Background: an optimization exercise with open tools, aiming at small area and a short achievable clock period. Do not read the settings as production practice. At most, simulation tests tie the RTL to the original design; equivalence was not proved.

old:
Design d72_burst_check, start of the top module:
module d72_burst_check (
    input  wire         clk,
    input  wire         rst,
    input  wire         beat_valid,
    input  wire [31:0]  beat_dq,
    input  wire [7:0]   beat_cb,
    input  wire [1:0]   exp_channel,
    input  wire [29:0]  exp_burst,
    input  wire [15:0]  exp_epoch,
    output reg          res_valid,
    output reg  [1:0]   res_status,
    output reg  [7:0]   res_corrected,
    output wire [511:0] res_data
);
Size in the first run: about 1,900 cells after synthesis, roughly 610 I/O pins.
make LEC_CHECK=0 CAP_MARGIN=20 CORE_MARGIN=2 CORE_UTILIZATION=40 SLEW_MARGIN=20 finish   # period 40.0 ns
run.sh (not shown) runs the stock make flow with config.mk's settings and CLKGATE_MAP_FILE= SYNTH_SCRIPT=/design/flow/synth_recipe.tcl, a recipe that flattens the netlist after the stock synthesis.
Changes in new relative to old:
- CORE_UTILIZATION: 40 -> 65
==> flow/flow/run.sh (new file) <==
#!/bin/bash
set -euo pipefail
export BUFFER_PORTS_ARGS="-buffer_cell sky130_fd_sc_hd__buf_2"
bash standard.sh > standard.log 2>&1
==> flow/standard.sh (new file) <==
#!/bin/bash
# synth_recipe.tcl (not shown) runs the flow's synth.tcl, then flattens the netlist and writes it again
# the make line also repeats each setting of config.mk as NAME=value (left out here)
make -C /OpenROAD-flow-scripts/flow DESIGN_CONFIG=/design/flow/config.mk WORK_HOME=/design/flow/orfs CLKGATE_MAP_FILE= SYNTH_SCRIPT=/design/flow/synth_recipe.tcl "${@:-finish}"
removed: flow/run.sh
Findings:
The final reports for new and old show cell area lower in the former. When new is measured against old, its maximum number of pins on one net before global-route repair turns out 97 lower. In the reports for new and old, the smaller actual transition at the worst max-transition pin belongs to new. On cell count: between new and old, it ends up lower for new. new completed; timing, DRC and antenna clean. Sort new and old by routed wire length, descending, and old comes first. Comparing the two runs side by side, new comes out ahead of old on first-pass GRT wire length.
No functional check of the RTL was part of any run of this note.

* * *

== v36 ==
d72_burst_check, a different RTL version from the one above (not shown whole).
For scale: about 670 flip-flops, ~610 I/O pins, ~27000 µm² of cells after synthesis.
==> flow/design.v (excerpt) <==
module d72_burst_check (
    input  wire         clk,
    input  wire         rst,
    input  wire         beat_valid,
    input  wire [31:0]  beat_dq,
    input  wire [7:0]   beat_cb,
    input  wire [1:0]   exp_channel,
    input  wire [29:0]  exp_burst,
    input  wire [15:0]  exp_epoch,
    output reg          res_valid,
    output reg  [1:0]   res_status,
    output reg  [7:0]   res_corrected,
    output wire [511:0] res_data
);
export LEC_CHECK = 0
export CAP_MARGIN = 20
export CORE_MARGIN = 2
export CORE_UTILIZATION = 45
export CTS_CLUSTER_DIAMETER = 100
export CTS_CLUSTER_SIZE = 20
export SLEW_MARGIN = 20
create_clock -name core_clock -period 40.0 [get_ports {clk}]
standard.sh (not shown) runs the stock make flow with config.mk's settings and CLKGATE_MAP_FILE= SYNTH_SCRIPT=/design/flow/synth_recipe.tcl, a recipe that flattens the netlist after the stock synthesis.
==> flow/flow/run.sh <==
#!/bin/bash
# The standard layout, except:
#  - synthesis maps the logic with an area-oriented ABC script (flow/area.abc)
#    instead of ORFS's speed script; registers are mapped as in the standard
#    synthesis (same dfflibmap step, same names);
#  - port buffers are plain buf_1 cells.
set -euo pipefail
W=$(pwd)
export BUFFER_PORTS_ARGS="-buffer_cell sky130_fd_sc_hd__buf_1"
# synthesis script: synth_recipe.tcl with ORFS's synth.tcl calling ABC with our script
sed "s#log_cmd abc {\*}\$abc_args#log_cmd abc -script $W/flow/area.abc {*}[lrange \$abc_args 2 end]#" \
    "$FLOW_HOME/scripts/synth.tcl" > "$W/synth_core.tcl"
grep -q "flow/area.abc" "$W/synth_core.tcl"
sed "s#source \$::env(SCRIPTS_DIR)/synth.tcl#source $W/synth_core.tcl#" synth_recipe.tcl > "$W/own_synth.tcl"
grep -q "synth_core.tcl" "$W/own_synth.tcl"
bash standard.sh "SYNTH_SCRIPT=$W/own_synth.tcl" synth > synth.log 2>&1
bash standard.sh "SYNTH_SCRIPT=$W/own_synth.tcl" > standard.log 2>&1
==> flow/flow/area.abc <==
strash
dch
map -a
topo
stime -c
buffer -c
upsize -c
dnsize -c
v36 completed every stage of the flow, and the final layout passed the timing, DRC and antenna checks.
Input changes introduced in v58 (baseline for comparison: v36):
==> flow/flow/run.sh <==
#!/bin/bash
set -euo pipefail
export BUFFER_PORTS_ARGS="-buffer_cell sky130_fd_sc_hd__buf_1"
bash standard.sh > standard.log 2>&1
-- flow/config.mk --
<<< v36, line 10
export CORE_UTILIZATION = 45
export CTS_CLUSTER_DIAMETER = 100
export CTS_CLUSTER_SIZE = 20
export SLEW_MARGIN = 20
>>> v58, line 10
export CORE_UTILIZATION = 45
export CTS_BUF_LIST = sky130_fd_sc_hd__clkbuf_8
export SLEW_MARGIN = 20
removed: flow/flow/area.abc
Results
Re via count: v58 and v36 aren't equal, and the lower value belongs to v36.
~same simple-gate portion of the synthesized area in v58 and v36
Of v58 and v36, the higher setup slack belongs to v36.
Changes observed in v58 relative to v36: final wirelength has remained practically unchanged, time the worst path needs with I/O delays and setup went up by 11 ps, per-instance average area after synthesis went up about 7%.
What v40 does differently from v58 at the input level:
==> flow/flow/run.sh <==
#!/bin/bash
# The standard layout, except:
#  - synthesis maps the logic with an area-oriented ABC script (flow/area.abc)
#    instead of ORFS's speed script; registers are mapped as in the standard
#    synthesis (same dfflibmap step, same names);
#  - port buffers are plain buf_1 cells.
set -euo pipefail
W=$(pwd)
export BUFFER_PORTS_ARGS="-buffer_cell sky130_fd_sc_hd__buf_1"
# synthesis script: synth_recipe.tcl with ORFS's synth.tcl calling ABC with our script
sed "s#log_cmd abc {\*}\$abc_args#log_cmd abc -script $W/flow/area.abc {*}[lrange \$abc_args 2 end]#" \
    "$FLOW_HOME/scripts/synth.tcl" > "$W/synth_core.tcl"
grep -q "flow/area.abc" "$W/synth_core.tcl"
sed "s#source \$::env(SCRIPTS_DIR)/synth.tcl#source $W/synth_core.tcl#" synth_recipe.tcl > "$W/own_synth.tcl"
grep -q "synth_core.tcl" "$W/own_synth.tcl"
bash standard.sh "SYNTH_SCRIPT=$W/own_synth.tcl" synth > synth.log 2>&1
bash standard.sh "SYNTH_SCRIPT=$W/own_synth.tcl" > standard.log 2>&1
==> flow/flow/area.abc (new file) <==
strash
dch
map -a
topo
stime -c
buffer -c
upsize -c
dnsize -c
-- flow/config.mk --
<<< v58, line 10
export CORE_UTILIZATION = 45
export CTS_BUF_LIST = sky130_fd_sc_hd__clkbuf_8
export SLEW_MARGIN = 20
>>> v40, line 10
export CORE_UTILIZATION = 45
export SLEW_MARGIN = 20
==> run notes <==
- v40 | stages: all done | timing, DRC, antenna: all pass
- Non-clock buffer count (higher): v58
- Path depth of the worst reg2reg path, v58 and v40: smaller value in v58
- res_data[90] as the end point of the critical path was reported by v40, and res_data[99] by v58.
- XOR/XNOR share of the synthesized area sits lower in v40 than in v58.
- met2 routing resource usage after global routing ends up lower on v40.
- When v40 is set beside v58, its total number of vias turns out to be 600 smaller.
- NOTE met2 wirelength from detailed routing v58->v40 decreased by a few percent
--- input diff v40..v33 ---
-- flow/config.mk --
<<< v40, line 10
export CORE_UTILIZATION = 45
export SLEW_MARGIN = 20
>>> v33, line 10
export CORE_UTILIZATION = 45
export CTS_CLUSTER_DIAMETER = 100
export CTS_CLUSTER_SIZE = 30
export SLEW_MARGIN = 20
[summary]
Looking at clock buffer count, v33 sits 49 below v40.
Global routing usage summed across all routing layers sits lower in v33 than in v40.
Delta (v33 minus v40): detail-routed net length per standard cell rose by 0.48 µm; wire length of the first global-routing pass shrank by 1.5%.
What v26 does differently from v33 at the input level:
==> flow/flow/run.sh <==
#!/bin/bash
set -euo pipefail
export BUFFER_PORTS_ARGS="-buffer_cell sky130_fd_sc_hd__buf_1"
bash standard.sh > standard.log 2>&1
-- flow/config.mk --
<<< v33, line 9
export CORE_MARGIN = 2
export CORE_UTILIZATION = 45
export CTS_CLUSTER_DIAMETER = 100
export CTS_CLUSTER_SIZE = 30
export SLEW_MARGIN = 20
>>> v26, line 9
export CORE_MARGIN = 2
export CORE_UTILIZATION = 40
export SLEW_MARGIN = 20
removed: flow/flow/area.abc
Both conditions hold for v26: the flow ran to the end and the final layout passed the timing, DRC and antenna checks. | non-clock buffer count | v26 vs v33 | about 4.3% higher |. Relative area of clock buffers and inverters in the final design in v26 is 4.2 points above v33. Of v33 and v26, v26 shows the higher cell area reported after detailed placement, with v33 below it. Diff v33 -> v26: multi-input combinational cell count now larger, overall track demand over capacity in global routing now smaller.

* * *

d72_burst_check again, from the RTL that the note above started with.
export LEC_CHECK = 0
export CAP_MARGIN = 20
export CORE_MARGIN = 2
export CORE_UTILIZATION = 45
export CTS_CLUSTER_DIAMETER = 80
export CTS_CLUSTER_SIZE = 25
export SLEW_MARGIN = 20
create_clock -name core_clock -period 40.0 [get_ports {clk}]
==> flow/flow/run.sh <==
#!/bin/bash
# The standard layout, except:
#  - synthesis maps the logic with an area-oriented ABC script (flow/area.abc)
#    instead of ORFS's speed script; registers are mapped as in the standard
#    synthesis (same dfflibmap step, same names);
#  - port buffers are plain buf_1 cells.
set -euo pipefail
W=$(pwd)
export BUFFER_PORTS_ARGS="-buffer_cell sky130_fd_sc_hd__buf_1"
# synthesis script: synth_recipe.tcl with ORFS's synth.tcl calling ABC with our script
sed "s#log_cmd abc {\*}\$abc_args#log_cmd abc -script $W/flow/area.abc {*}[lrange \$abc_args 2 end]#" \
    "$FLOW_HOME/scripts/synth.tcl" > "$W/synth_core.tcl"
grep -q "flow/area.abc" "$W/synth_core.tcl"
sed "s#source \$::env(SCRIPTS_DIR)/synth.tcl#source $W/synth_core.tcl#" synth_recipe.tcl > "$W/own_synth.tcl"
grep -q "synth_core.tcl" "$W/own_synth.tcl"
bash standard.sh "SYNTH_SCRIPT=$W/own_synth.tcl" synth > synth.log 2>&1
bash standard.sh "SYNTH_SCRIPT=$W/own_synth.tcl" > standard.log 2>&1
==> flow/flow/area.abc <==
strash
dch
map -a
topo
stime -c
buffer -c
upsize -c
dnsize -c
The baseline completed with no timing, DRC or antenna violations.
==> next run, changes <==
--- a/flow/flow/run.sh
+++ b/flow/flow/run.sh
@@ -9,0 +10 @@
+export SETUP_SLACK_MARGIN=30.6
--- a/flow/config.mk
+++ b/flow/config.mk
@@ -11,2 +11,2 @@
-export CTS_CLUSTER_DIAMETER = 80
-export CTS_CLUSTER_SIZE = 25
+export CTS_CLUSTER_DIAMETER = 100
+export CTS_CLUSTER_SIZE = 20
Effect: The new run completed with no timing, DRC or antenna violations; clock-buffer cell count increases by 6; utilization is about the same; via count increases by 1.5%; final area hardly moves; worst setup slack is better by 0.27 ns; register-to-register slack is better by 0.24 ns; sequential share of layout area is about the same; global-route usage increases by 0.16 points; area after synthesis is unchanged.
==> next run, changes <==
--- a/flow/config.mk
+++ b/flow/config.mk
@@ -10 +10 @@
-export CORE_UTILIZATION = 45
+export CORE_UTILIZATION = 55
@@ -12,0 +13 @@
+export PLACE_DENSITY = 0.7
The changed run passed the timing, DRC and antenna checks.
Count of clock-buffer cells in the layout falls by 1.
Routed wire length falls by roughly a tenth.
Synthesized area does not change.
Die area falls by about a fifth.
Utilization rises by 12 points.
Design area falls slightly.
Register-to-register slack is worse by 0.36 ns.
Clock skew rises by 0.0041 ns.
Worst setup slack is worse by 0.042 ns.
==> next run, changes <==
--- a/flow/flow/run.sh
+++ b/flow/flow/run.sh
@@ -10 +10 @@
-export SETUP_SLACK_MARGIN=30.6
+export SETUP_SLACK_MARGIN=30.8
--- a/flow/config.mk
+++ b/flow/config.mk
@@ -10,4 +10 @@
-export CORE_UTILIZATION = 55
-export CTS_CLUSTER_DIAMETER = 100
-export CTS_CLUSTER_SIZE = 20
-export PLACE_DENSITY = 0.7
+export CORE_UTILIZATION = 45
What happened: Non-clock buffer count is higher by 299. Synthesized cell count does not change. Worst setup slack gets better by 0.035 ns. Hold slack is worse by 0.027 ns. Via count rose by 11%.

* * *

## umber
Another version of the RTL of d72_burst_check (not shown whole).
For scale: roughly 1800 cells after synthesis, roughly 670 flip-flops, ~610 I/O pins.
==> flow/config.mk <==
export PLATFORM = sky130hd
export DESIGN_NAME = d72_burst_check
export DESIGN_NICKNAME = d72_burst_check
export VERILOG_FILES = /design/flow/design.v
export SDC_FILE = /design/flow/constraint.sdc
export NUM_CORES = 4
export LEC_CHECK = 0
export CAP_MARGIN = 20
export CORE_MARGIN = 2
export CORE_UTILIZATION = 45
export CTS_CLUSTER_DIAMETER = 100
export CTS_CLUSTER_SIZE = 20
export SLEW_MARGIN = 20
==> flow/constraint.sdc <==
create_clock -name core_clock -period 40.0 [get_ports {clk}]
set_input_delay 8.0000 -clock core_clock [delete_from_list [all_inputs] [get_ports {clk}]]
set_output_delay 8.0000 -clock core_clock [all_outputs]
set_load 0.01 [all_outputs]
==> flow/flow/run.sh <==
#!/bin/bash
# The standard layout, except:
#  - synthesis maps the logic with an area-oriented ABC script (flow/area.abc)
#    instead of ORFS's speed script; registers are mapped as in the standard
#    synthesis (same dfflibmap step, same names);
#  - port buffers are plain buf_1 cells;
#  - the resizer aims for 30.6 ns of setup slack (SETUP_SLACK_MARGIN) so that it
#    shortens the few slow flop-to-output paths; the SDC is unchanged.
set -euo pipefail
W=$(pwd)
export BUFFER_PORTS_ARGS="-buffer_cell sky130_fd_sc_hd__buf_1"
export SETUP_SLACK_MARGIN=30.6
# synthesis script: synth_recipe.tcl with ORFS's synth.tcl calling ABC with our script
sed "s#log_cmd abc {\*}\$abc_args#log_cmd abc -script $W/flow/area.abc {*}[lrange \$abc_args 2 end]#" \
    "$FLOW_HOME/scripts/synth.tcl" > "$W/synth_core.tcl"
grep -q "flow/area.abc" "$W/synth_core.tcl"
sed "s#source \$::env(SCRIPTS_DIR)/synth.tcl#source $W/synth_core.tcl#" synth_recipe.tcl > "$W/own_synth.tcl"
grep -q "synth_core.tcl" "$W/own_synth.tcl"
bash standard.sh "SYNTH_SCRIPT=$W/own_synth.tcl" synth > synth.log 2>&1
bash standard.sh "SYNTH_SCRIPT=$W/own_synth.tcl" > standard.log 2>&1
==> flow/flow/area.abc <==
strash
dch
map -a
umber finished all stages; the layout is clean.
Edits applied to the flow inputs when going from umber to nickel:
==> flow/flow/area.abc <==
&get -n
&st
&dch
&nf -a -R 1000
&put
--- outcome ---
nickel ended up with a lower simple-gate portion of the synthesized area than umber did. The proportion of cell area occupied by registers in nickel sits 1.4 points above the value recorded for umber. Between umber and nickel, the fraction of the cycle the final worst path needs figures differ only marginally. Going from umber to nickel, reg2reg setup slack grows by 230 ps.
Setup changes, nickel to xenon
==> flow/flow/area.abc <==
strash
dch
map -a
topo
stime -c
buffer -c
Findings:
xenon: flow completed, timing, DRC and antenna clean
Relative to nickel, the core utilization of xenon is lower by 0.27 points.
Summary of xenon over nickel: cell area after layout higher; distinct cell type count of the synthesized netlist went up; overall via count from detail_route rose 326; share of the clock period used by the worst path essentially unchanged; synthesized netlist cell count increased by 215 relative to the old numbers.
Total wirelength of the detailed-routed design: xenon lower than nickel
Edits applied to the flow inputs when going from xenon to onyx:
==> flow/flow/area.abc <==
&get -n
&st
&syn2
&dch
&nf -a -R 1000
&put
Results
Final core utilization (onyx over xenon): increase, 0.19 points
Comparing final instance count without filler cells for xenon and onyx, the smaller number came from onyx.
Comparing xenon and onyx, minimum clock period after layout is lower on xenon.
Between xenon and onyx, the maximum clock rate does not differ in any meaningful way.
Compared onyx against xenon; clock buffer and inverter area fraction after layout within noise.
Comparing xenon and onyx, the lower cell area was measured on onyx.
Here is what was changed in the inputs of violet compared with onyx.
--- a/flow/flow/run.sh
+++ b/flow/flow/run.sh
@@ -11,4 +11,5 @@
 export BUFFER_PORTS_ARGS="-buffer_cell sky130_fd_sc_hd__buf_1"
 export SETUP_SLACK_MARGIN=30.6
+export PLACE_PINS_ARGS=-annealing
 # synthesis script: synth_recipe.tcl with ORFS's synth.tcl calling ABC with our script
 sed "s#log_cmd abc {\*}\$abc_args#log_cmd abc -script $W/flow/area.abc {*}[lrange \$abc_args 2 end]#" \
==> flow/flow/area.abc <==
strash
dch
map -a
topo
stime -c
buffer -c
upsize -c
dnsize -c
## What came out
Non-clock buffer area fraction after layout: violet < onyx. Fraction of area in registers (higher): onyx. As far as number of max-slew violations in the final report goes, violet and onyx are indistinguishable; the numbers are identical. onyx → violet: count of vias placed by the detailed router grew by 589, post-layout instance count excluding filler cells now sits higher. violet ends up with a multi-input combinational gate total that is 8.1% higher than in onyx. Re mux contribution to synthesized area: violet is 0.71 points down on onyx. Routed length on met2 (violet over onyx): decrease, about 1.7%. Going from onyx to violet, the worst setup slack after layout was found to have gone up by 45 ps. Delta(area growth from synthesis to layout, violet - onyx) < 0.

## re-timing with driven ports
No port has a modelled driver above. Below, the same layouts with a new extraction and two added sets of constraints. Step 1: set_driving_cell puts a clkbuf_16 on clk and a buf_2 on each other input, an assumption about the parent block. Step 2 moves the port delays by t, midway between the first and last clock arrival at a register: inputs arrive t later, outputs are due t later. That takes back most of the time a late clock gives input paths. Slacks: no drivers / after step 1 / after step 2; pairs: no drivers / after step 1.
| run | t, ns | slack for setup (ns) | worst setup path at the end | worst data-port slew with drivers (ns) | cell pins on the clock port's net |
|---|---|---|---|---|---|
| old | 0.689 | 30.056 / 29.992 / 30.681 | register to output | 0.05 | 1 |
| new | 0.681 | 30.518 / 30.458 / 31.139 | register to output | 0.07 | 1 |
| v36 | 0.673 | 30.349 / 30.282 / 30.955 | register to output | 0.04 | 1 |
| v58 | 0.791 | 30.338 / 30.276 / 31.067 | register to output | 0.05 | 1 |
| v40 | 0.676 | 30.348 / 30.282 / 30.958 | register to output | 0.04 | 1 |
| v33 | 0.695 | 30.324 / 30.256 / 30.951 | register to output | 0.04 | 1 |
| v26 | 0.675 | 30.492 / 30.427 / 31.102 | register to output | 0.06 | 1 |
| the first run of note 3 | 0.667 | 30.357 / 30.290 / 30.957 | register to output | 0.04 | 1 |
| the second run of note 3 | 0.657 | 30.624 / 30.561 / 31.218 | register to output | 0.04 | 1 |
| the third run of note 3 | 0.647 | 30.582 / 30.521 / 31.105 | register to register | 0.04 | 1 |
| the fourth run of note 3 | 0.679 | 30.617 / 30.552 / 31.231 | register to output | 0.04 | 1 |
| umber | 0.644 | 30.626 / 30.564 / 31.184 | register to register | 0.07 | 1 |
| nickel | 0.644 | 30.589 / 30.526 / 31.170 | register to output | 0.05 | 1 |
| xenon | 0.654 | 30.642 / 30.579 / 31.233 | register to output | 0.05 | 1 |
| onyx | 0.651 | 30.631 / 30.568 / 31.218 | register to output | 0.05 | 1 |
| violet | 0.639 | 30.675 / 30.624 / 31.263 | register to output | 0.05 | 1 |
After both steps setup and hold are still met in every run listed.
